Context: an optimization exercise on an open-source flow, tuned for small area, a short achievable clock period and few clock cycles per item. The choices shown serve that exercise and are no tape-out recipe.
In this exercise RTL edits were held to simulation tests only and were not proved equivalent to the original.
Power and IR drop assume default switching activity.

$ cat flow/design.v
module pc_lane (
    input  wire        clk,
    input  wire        rst,
    input  wire        v,        
    input  wire        f,        
    input  wire        l,        
    input  wire [15:0] d,
    output reg         sbv,      
    output reg         fin,      
    input  wire        ack,      
    output reg         fail,
    output reg  [2:0]  nerr,
    output wire [39:0] pos,      
    output wire [63:0] val       
);
    function [15:0] gfmul(input [15:0] a, input [15:0] b);
        integer i;
        reg [15:0] p, x;
        begin
            p = 16'h0000;
            x = a;
            for (i = 0; i < 16; i = i + 1) begin
                if (b[i]) p = p ^ x;
                x = {x[14:0], 1'b0} ^ (x[15] ? 16'h100B : 16'h0000);
            end
            gfmul = p;
        end
    endfunction
    function [15:0] gfsq(input [15:0] a);
        integer i;
        reg [15:0] p, t;
        begin
            p = 16'h0000;
            t = 16'h0001;
            for (i = 0; i < 16; i = i + 1) begin
                if (a[i]) p = p ^ t;
                t = gfmul(t, 16'h0004);
            end
            gfsq = p;
        end
    endfunction
    localparam [15:0] AI1 = 16'h8805;
    localparam [15:0] AI2 = 16'hCC07;
    localparam [15:0] AI3 = 16'hEE06;
    localparam [15:0] AI4 = 16'h7703;
    localparam [2:0] ST_IDLE  = 3'd0,
                     ST_DELTA = 3'd1,
                     ST_UPD   = 3'd2,
                     ST_OMEGA = 3'd3,
                     ST_WAITC = 3'd4,
                     ST_CHIEN = 3'd5,
                     ST_FORN  = 3'd6;
    reg [2:0]  state;
    reg [15:0] acc [0:7];    
    reg [15:0] sb  [0:7];    
    reg [15:0] lam [0:4];    
    reg [15:0] bp  [0:4];    
    reg [15:0] gam;
    reg [15:0] dlt;
    reg [15:0] tmp;
    reg [3:0]  blen;         
    reg [2:0]  iter;         
    reg [2:0]  idx;          
    reg        ph;           
    reg [1:0]  kk;           
    reg [9:0]  word;         
    reg [2:0]  found;
    reg [1:0]  fslot;
    reg [2:0]  fstep;
    reg [9:0]  c_pos [0:3];
    reg [15:0] c_num [0:3];
    reg [15:0] c_den [0:3];
    genvar g;
    generate
        for (g = 0; g < 4; g = g + 1) begin : slot
            assign pos[10*g +: 10] = c_pos[g];
            assign val[16*g +: 16] = c_num[g];
        end
    endgenerate
    reg  [15:0] ma, mb;
    wire [15:0] mp = gfmul(ma, mb);
    wire [2:0] rmin  = (iter > 3'd4) ? 3'd4 : iter;           
    wire [2:0] umax  = (iter > 3'd3) ? 3'd4 : iter + 3'd1;    
    wire [2:0] sdx   = iter - idx;                            
    wire [2:0] odx   = {1'b0, kk} - idx;                      
    wire       upd   = ({blen, 1'b0} <= {1'b0, iter});        
    wire [15:0] bprev = (idx == 3'd0) ? 16'h0000 : bp[idx - 3'd1];
    wire [15:0] fsq1 = gfsq(gam);
    wire [15:0] fsq3 = gfsq(gfsq(fsq1));
    wire [15:0] fsq7 = gfsq(gfsq(gfsq(gfsq(fsq3))));
    wire [15:0] ev_lam = lam[0] ^ lam[1] ^ lam[2] ^ lam[3] ^ lam[4];
    wire [15:0] ev_odd = lam[1] ^ lam[3];
    wire [15:0] ev_om  = bp[0] ^ bp[1] ^ bp[2] ^ bp[3];
    wire        root   = (ev_lam == 16'h0000);
    wire [1:0]  cslot  = blen[1:0] - 2'd1 - found[1:0];
    always @(*) begin
        ma = 16'h0000;
        mb = 16'h0000;
        case (state)
            ST_DELTA: begin
                ma = lam[idx];
                mb = sb[sdx];
            end
            ST_UPD: begin
                if (!ph) begin
                    ma = lam[idx];
                    mb = gam;
                end else begin
                    ma = dlt;
                    mb = bprev;
                end
            end
            ST_OMEGA: begin
                ma = lam[idx];
                mb = sb[odx];
            end
            ST_FORN: begin
                case (fstep)
                    3'd3, 3'd5: ma = gam;
                    3'd7:       ma = c_num[fslot];
                    default:    ma = c_den[fslot];
                endcase
                case (fstep)
                    3'd3:    mb = fsq3;
                    3'd5:    mb = fsq7;
                    default: mb = fsq1;
                endcase
            end
            default: ;
        endcase
    end
    integer j;
    always @(posedge clk) begin
        if (v) begin
            for (j = 0; j < 8; j = j + 1)
                acc[j] <= f ? d : (gfmul(acc[j], 16'h0001 << j) ^ d);
        end
        if (v && l) begin
            for (j = 0; j < 8; j = j + 1)
                sb[j] <= gfmul(acc[j], 16'h0001 << j) ^ d;
        end
        if (rst) begin
            state <= ST_IDLE;
            sbv   <= 1'b0;
            fin   <= 1'b0;
        end else begin
            if (v && l)
                sbv <= 1'b1;
            if (ack)
                fin <= 1'b0;
            case (state)
                ST_IDLE: begin
                    if (sbv) begin
                        lam[0] <= 16'h0001;
                        bp[0]  <= 16'h0001;
                        for (j = 1; j < 5; j = j + 1) begin
                            lam[j] <= 16'h0000;
                            bp[j]  <= 16'h0000;
                        end
                        gam   <= 16'h0001;
                        blen  <= 4'd0;
                        iter  <= 3'd0;
                        idx   <= 3'd0;
                        state <= ST_DELTA;
                    end
                end
                ST_DELTA: begin
                    dlt <= ((idx == 3'd0) ? 16'h0000 : dlt) ^ mp;
                    if (idx == rmin) begin
                        idx   <= umax;
                        ph    <= 1'b0;
                        state <= ST_UPD;
                    end else begin
                        idx <= idx + 3'd1;
                    end
                end
                ST_UPD: begin
                    if (!ph && dlt == 16'h0000) begin
                        for (j = 1; j < 5; j = j + 1)
                            bp[j] <= bp[j-1];
                        bp[0] <= 16'h0000;
                        idx   <= 3'd0;
                        iter  <= iter + 3'd1;
                        if (iter == 3'd7) begin
                            kk    <= 2'd0;
                            state <= ST_OMEGA;
                        end else begin
                            state <= ST_DELTA;
                        end
                    end else if (!ph) begin
                        tmp <= mp;
                        ph  <= 1'b1;
                    end else begin
                        lam[idx] <= tmp ^ mp;
                        bp[idx]  <= upd ? lam[idx] : bprev;
                        ph       <= 1'b0;
                        if (idx == 3'd0) begin
                            if (upd) begin
                                blen <= {1'b0, iter} + 4'd1 - blen;
                                gam  <= dlt;
                            end
                            iter <= iter + 3'd1;
                            if (iter == 3'd7) begin
                                kk    <= 2'd0;
                                state <= ST_OMEGA;
                            end else begin
                                state <= ST_DELTA;
                            end
                        end else begin
                            idx <= idx - 3'd1;
                        end
                    end
                end
                ST_OMEGA: begin
                    if (blen == 4'd0 || blen > 4'd4) begin
                        sbv   <= 1'b0;
                        state <= ST_WAITC;
                    end else begin
                        if ({2'b00, kk} >= blen) begin
                            bp[kk] <= 16'h0000;
                        end else begin
                            bp[kk] <= ((idx == 3'd0) ? 16'h0000 : bp[kk]) ^ mp;
                        end
                        if (idx[1:0] == kk || {2'b00, kk} >= blen) begin
                            idx <= 3'd0;
                            kk  <= kk + 2'd1;
                            if (kk == 2'd3) begin
                                sbv   <= 1'b0;
                                state <= ST_WAITC;
                            end
                        end else begin
                            idx <= idx + 3'd1;
                        end
                    end
                end
                ST_WAITC: begin
                    if (!fin) begin
                        for (j = 0; j < 4; j = j + 1) begin
                            c_pos[j] <= 10'd0;
                            c_num[j] <= 16'h0000;
                        end
                        word  <= 10'd519;
                        found <= 3'd0;
                        if (blen == 4'd0 || blen > 4'd4) begin
                            fail  <= (blen != 4'd0);
                            nerr  <= 3'd0;
                            fin   <= 1'b1;
                            state <= ST_IDLE;
                        end else begin
                            state <= ST_CHIEN;
                        end
                    end
                end
                ST_CHIEN: begin
                    if (root) begin
                        c_pos[cslot] <= word;
                        c_num[cslot] <= ev_om;
                        c_den[cslot] <= ev_odd;
                        found <= found + 3'd1;
                    end
                    lam[1] <= gfmul(lam[1], AI1);
                    lam[2] <= gfmul(lam[2], AI2);
                    lam[3] <= gfmul(lam[3], AI3);
                    lam[4] <= gfmul(lam[4], AI4);
                    bp[1]  <= gfmul(bp[1], AI1);
                    bp[2]  <= gfmul(bp[2], AI2);
                    bp[3]  <= gfmul(bp[3], AI3);
                    word   <= word - 10'd1;
                    if (root && ({1'b0, found} + 4'd1 == blen)) begin
                        fslot <= 2'd0;
                        fstep <= 3'd0;
                        state <= ST_FORN;
                    end else if (word == 10'd0) begin
                        for (j = 0; j < 4; j = j + 1) begin
                            c_pos[j] <= 10'd0;
                            c_num[j] <= 16'h0000;
                        end
                        fail  <= 1'b1;
                        nerr  <= 3'd0;
                        fin   <= 1'b1;
                        state <= ST_IDLE;
                    end
                end
                ST_FORN: begin
                    fstep <= fstep + 3'd1;
                    if (fstep == 3'd0)
                        gam <= c_den[fslot];
                    else if (fstep != 3'd7)
                        gam <= mp;
                    else begin
                        c_num[fslot] <= mp;
                        fslot <= fslot + 2'd1;
                        if ({2'b00, fslot} + 4'd1 == blen) begin
                            fail  <= 1'b0;
                            nerr  <= blen[2:0];
                            fin   <= 1'b1;
                            state <= ST_IDLE;
                        end
                    end
                end
                default: state <= ST_IDLE;
            endcase
        end
    end
endmodule
module pcode_dec (
    input  wire         clk,
    input  wire         rst,
    input  wire         in_valid,
    output wire         in_ready,
    input  wire [63:0]  in_data,
    output reg          done,
    output wire [3:0]   fail,      
    output wire [11:0]  nerr,      
    output wire [159:0] err_pos,   
    output wire [255:0] err_val    
);
    reg  [9:0]  count;
    reg         v_r, f_r, l_r;
    reg  [63:0] d_r;
    wire [3:0]  sbv;
    wire [3:0]  fin;
    assign in_ready = !((count == 10'd519) && (sbv != 4'd0));
    wire take = in_valid && in_ready;
    always @(posedge clk) begin
        d_r <= in_data;
        if (rst) begin
            count <= 10'd0;
            v_r   <= 1'b0;
            f_r   <= 1'b0;
            l_r   <= 1'b0;
            done  <= 1'b0;
        end else begin
            v_r <= take;
            f_r <= (count == 10'd0);
            l_r <= (count == 10'd519);
            if (take)
                count <= (count == 10'd519) ? 10'd0 : count + 10'd1;
            done <= (fin == 4'hF) && !done;
        end
    end
    genvar l;
    generate
        for (l = 0; l < 4; l = l + 1) begin : lane
            pc_lane u_lane (
                .clk   (clk),
                .rst   (rst),
                .v     (v_r),
                .f     (f_r),
                .l     (l_r),
                .d     (d_r[16*l +: 16]),
                .sbv   (sbv[l]),
                .fin   (fin[l]),
                .ack   (done),
                .fail  (fail[l]),
                .nerr  (nerr[3*l +: 3]),
                .pos   (err_pos[40*l +: 40]),
                .val   (err_val[64*l +: 64])
            );
        end
    endgenerate
endmodule
$ cat flow/run.sh
#!/bin/bash
# synth_recipe.tcl (not shown) runs the flow's synth.tcl, then flattens the netlist and writes it again
# the make line also repeats each setting of config.mk as NAME=value (left out here)
make -C /OpenROAD-flow-scripts/flow DESIGN_CONFIG=/design/flow/config.mk WORK_HOME=/design/flow/orfs CLKGATE_MAP_FILE= SYNTH_SCRIPT=/design/flow/synth_recipe.tcl finish
$ cat flow/config.mk
export PLATFORM = sky130hd
export DESIGN_NAME = pcode_dec
export DESIGN_NICKNAME = pcode_dec
export VERILOG_FILES = /design/flow/design.v
export SDC_FILE = /design/flow/constraint.sdc
export NUM_CORES = 4
export LEC_CHECK = 0
export CAP_MARGIN = 20
export CORE_MARGIN = 2
export CORE_UTILIZATION = 35
export GPL_ROUTABILITY_DRIVEN = 1
export PLACE_DENSITY = 0.45
export SLEW_MARGIN = 20
$ cat flow/constraint.sdc
create_clock -name core_clock -period 10.0 [get_ports {clk}]
set_input_delay 2.0000 -clock core_clock [delete_from_list [all_inputs] [get_ports {clk}]]
set_output_delay 2.0000 -clock core_clock [all_outputs]
set_load 0.01 [all_outputs]
==> run notes <==
## cell families (layout without fill, tap and decap cells)
family                     Yosys count  count (layout)  share of synthesized area
and+or+nand+nor                   4284            4284                     0.0999
xor gates and xnor gates          3970            3970                      0.207
adders and majority gates          126             126                    0.00875
DFF                               3178            3178                      0.494
muxes                              967             967                     0.0826
AOI/OAI and AO/OA                 2266            2266                     0.0777
buffers and inverters             1462            2145                     0.0296
other                                0              22                          0
## per-layer routing
| layer | part of all wire | vias up |
|---|---|---|
| li1 | - | 58600 |
| met1 | 0.45 | 68400 |
| met2 | 0.46 | 5360 |
| met3 | 0.064 | 977 |
| met4 | 0.033 | 10 |
| met5 | 0.000084 | - |
## power groups by stage
stage	Sequential, mW	Clock [mW]	Combinational (mW)
4_1_cts	15.6	14.4	24.2
2_1_floorplan	15.5	0	17.9
3_3_place_gp	15.8	0	24.2
5_1_grt	15.6	14.9	25.5
3_5_place_dp	15.8	0	24.1
6_report	15.6	14.1	24.4
## flip-flops by register name, summed over array words and instances, names as in the netlist, 16 cells and up, named ones only
name and cells:
lane.u_lane.c_num 256, lane.u_lane.blen 16, lane.u_lane.gam 64, lane.u_lane.c_den 256, lane.u_lane.acc 512, lane.u_lane.c_pos 160, lane.u_lane.lam 512, lane.u_lane.tmp 64
lane.u_lane.sb 512, lane.u_lane.dlt 64, d_r 64, lane.u_lane.word 40, lane.u_lane.bp 512
## worst max-delay path: stages (launching register included)
cell	delay, ns
edfxtp_1	0.72
clkinv_1	0.76
ha_1	1.14
buf_4	0.31
mux4_2	0.32
mux2_2	0.36
a32o_1	0.30
a211oi_1	0.65
nand3_1	0.69
nand2_1	0.23
xor2_1	0.21
xnor3_1	0.35
xnor2_1	0.15
xnor3_1	0.51
xor2_1	0.38
xor2_1	0.63
o22ai_1	0.20
## worst min path at each step
| stage | from | end | slack (ns) | cells past startpoint |
|---|---|---|---|---|
| floorplan | lane[2].u_lane.fin | done | 0.44 | 2 |
| global placement | count[3] | count[3] | 0.49 | 2 |
| detailed placement | count[3] | count[3] | 0.50 | 2 |
| CTS | count[3] | count[3] | 0.51 | 2 |
| global route | count[3] | count[3] | 0.52 | 2 |
| finish | count[9] | count[9] | 0.50 | 2 |
## cell type report
cell class	instances	area, sq um	share of cell area
Sequential cell	3178	94200	0.432
Multi-Input combinational cell	11600	91500	0.420
Clock buffer	493	10100	0.0463
Timing Repair Buffer	1086	9470	0.0435
Tap cell	7208	9020	0.0414
Clock inverter	209	2240	0.0103
Inverter	357	1340	0.00615
Antenna cell	22	55.1	0.000253
## cell usage after synthesis, types with 136 or more instances
| cell type | count | area, sq um |
|---|---|---|
| nor2_1 | 1602 | 6010 |
| clkbuf_1 | 878 | 3300 |
| xor2_1 | 1110 | 9720 |
| a21oi_1 | 439 | 2200 |
| mux2_2 | 212 | 2390 |
| mux2i_1 | 293 | 2930 |
| nand3_1 | 205 | 1030 |
| buf_1 | 136 | 510 |
| o22ai_1 | 204 | 1280 |
| and2_1 | 170 | 1060 |
| nand2b_1 | 381 | 2380 |
| nor2b_1 | 149 | 932 |
| nand2_1 | 1365 | 5120 |
| nor3_1 | 144 | 721 |
| mux4_2 | 462 | 10400 |
| xnor3_1 | 263 | 5920 |
| xnor2_1 | 2516 | 22000 |
| o21ai_0 | 619 | 3100 |
| edfxtp_1 | 3052 | 91600 |
| inv_1 | 346 | 1300 |
| a22oi_1 | 239 | 1790 |
## metrics by stage
stage | utilization | setup WS (ns)
floorplan | - | 1.59
global placement | 0.379 | 1.99
detailed placement | 0.379 | 1.94
CTS | 0.402 | 1.88
global route | 0.402 | 1.38
finish | 0.402 | 1.77
==> impl_metrics.json <==
{
  "io_pins": 501,
  "final.min_clock_period_ns": 8.23,
  "syn_area_sq_um": 190000,
  "p_int_mw": 34.9,
  "r2r_end": "lane[3].u_lane.lam[3][1]",
  "final_common_cell": "edfxtp_1",
  "crit_path_start": "lane[3].u_lane.idx[1]",
  "drt_pass1_iterations": 7,
  "avgSynthCellArea_sq_um": 11.7,
  "rr_worst_depth": 16,
  "sequentialPowerShare": 0.288,
  "worstPathArrival_ns": 8.97,
  "final_net_count": 16800,
  "cts_tree": "done",
  "die_y_um": 742,
  "clkTransAtPathRegs_ns": 0.06,
  "p_switching_mw": 19.1,
  "routed_wl_um": 724000,
  "final_cell_area_sq_um": 218000,
  "async_reset_ff_frac": 0,
  "coreArea_sq_um": 542000,
  "drv_cap": 0,
  "vdd_drop_max_v": 0.00112,
  "grt_util_met1": 0.367,
  "cts_sinks": 3178,
  "post-place-cells": 23400,
  "p_per_area_nw_per_um2": 248,
  "grt_max_degree": 158,
  "synthCells": 16300,
  "critical_path_class": "reg -> reg",
  "die_x_um": 742,
  "route.detailed.drc": 0,
  "post_cts_resized": 0,
  "ys_types": 96,
  "overflow": 0,
  "antenna_left": 0,
  "status": "no timing/DRC/antenna violations",
  "grt_pass1_wl_um": 1020000,
  "pwr-share-clk": 0.261,
  "clk_path_buf_depth": 4,
  "grt_setup_unrepaired": "false",
  "cp_max_fo": 16,
  "hold_violations": 0,
  "cts_made_buffers": 382,
  "yosys_most_used_dff": "edfxtp_1",
  "grt_pass1_vias": 130000,
  "yosysWarnings": 4,
  "initial_utilization": 0.352,
  "drive_gt1_frac": 0.120,
  "switching_share": 0.354,
  "instances_no_fill": 24200,
  "synth-edff-count": 3052,
  "dieArea_sq_um": 550000,
  "maxSlewHeadroom": 0.217,
  "crit_required_ns": 10.74,
  "seq_area_frac_synth": 0.494,
  "synth_fp_nets": 16400,
  "placed_area_sq_um": 205000,
  "fin_crit_sh": 0.823,
  "antenna_found_initial": 22,
  "leakage_nw": 75.9,
  "cp-endpoint": "lane[3].u_lane.lam[3][1]",
  "power_mw": 54.1,
  "tns_ns": 0,
  "hold_path_class": "reg -> reg",
  "startpoint_type": "flip-flop",
  "r2r_slack_ns": 1.77,
  "most-common-layout-cells": "edfxtp_1, xnor2_1, nor2_1, nand2_1, xor2_1",
  "io_buffers": 500,
  "hpwlAfterDp_um": 521000,
  "gp_congestion": 0.919,
  "ys_seq_elements": 3178,
  "worst_pin_slew_ns": 1.16,
  "fmax_mhz": 122,
  "pwr-share-comb": 0.451,
  "nFillCells": 52000,
  "met2_usage": 0.402,
  "h-tree-depth": 5,
  "rr_startpoint": "lane[3].u_lane.idx[1]",
  "post_drt_wl_per_cell_um": 30.0,
  "dr_total_vias": 133000,
  "skew_ns": 0.0658,
  "vias_per_cell": 5.52,
  "clock_latency_ns": 1.05,
  "use_met3": 0.0321,
  "area_growth_pct": 14.4,
  "cts_setup_buffers": 0,
  "grt_util_all_layers": 0.255,
  "ctsHoldBuffers": 0,
  "cts_root_buf": "clkbuf_16",
  "gr-max-usage-layer": "met2",
  "final-max-slew-violation-count": 0,
  "whs_ns": 0.503,
  "dr.first_iter.drc_count": 14900,
  "end_kind": "flip-flop",
  "setup_viol": 0,
  "rows": 270
}
Testbench counts, summed over its fixed seeds: cycles 87,319, pages 160.

[what the ideal ports hide]
The results above use ideal ports. As a check the final layout listed here was re-extracted and re-timed, cells and wires unchanged. Step 1 assumes that a clkbuf_16 drives the clock port and a buf_2 every other input. Step 2 adds t to the input delays and takes it off the output delays; t is the mean of the earliest and latest rising clock arrival at the registers after step 1. Input paths then give back, and output paths get back, about the clock's delay inside the block. a / b / c = ideal ports / drivers / drivers and shift; a / b = the first two.
t (ns): 1.138
setup slack, ns: 1.775 / 1.775 / 1.775
worst hold slack (ns): 0.503 / 0.503 / 0.503
slew at the worst register clock pin (ns): 0.07 / 0.07
worst slew at a driven data input, ns: 0.11
After both steps this run still meets setup and hold. The setup slack of this run moves by 0.000 ns with the drivers and by 0.000 ns with both steps.
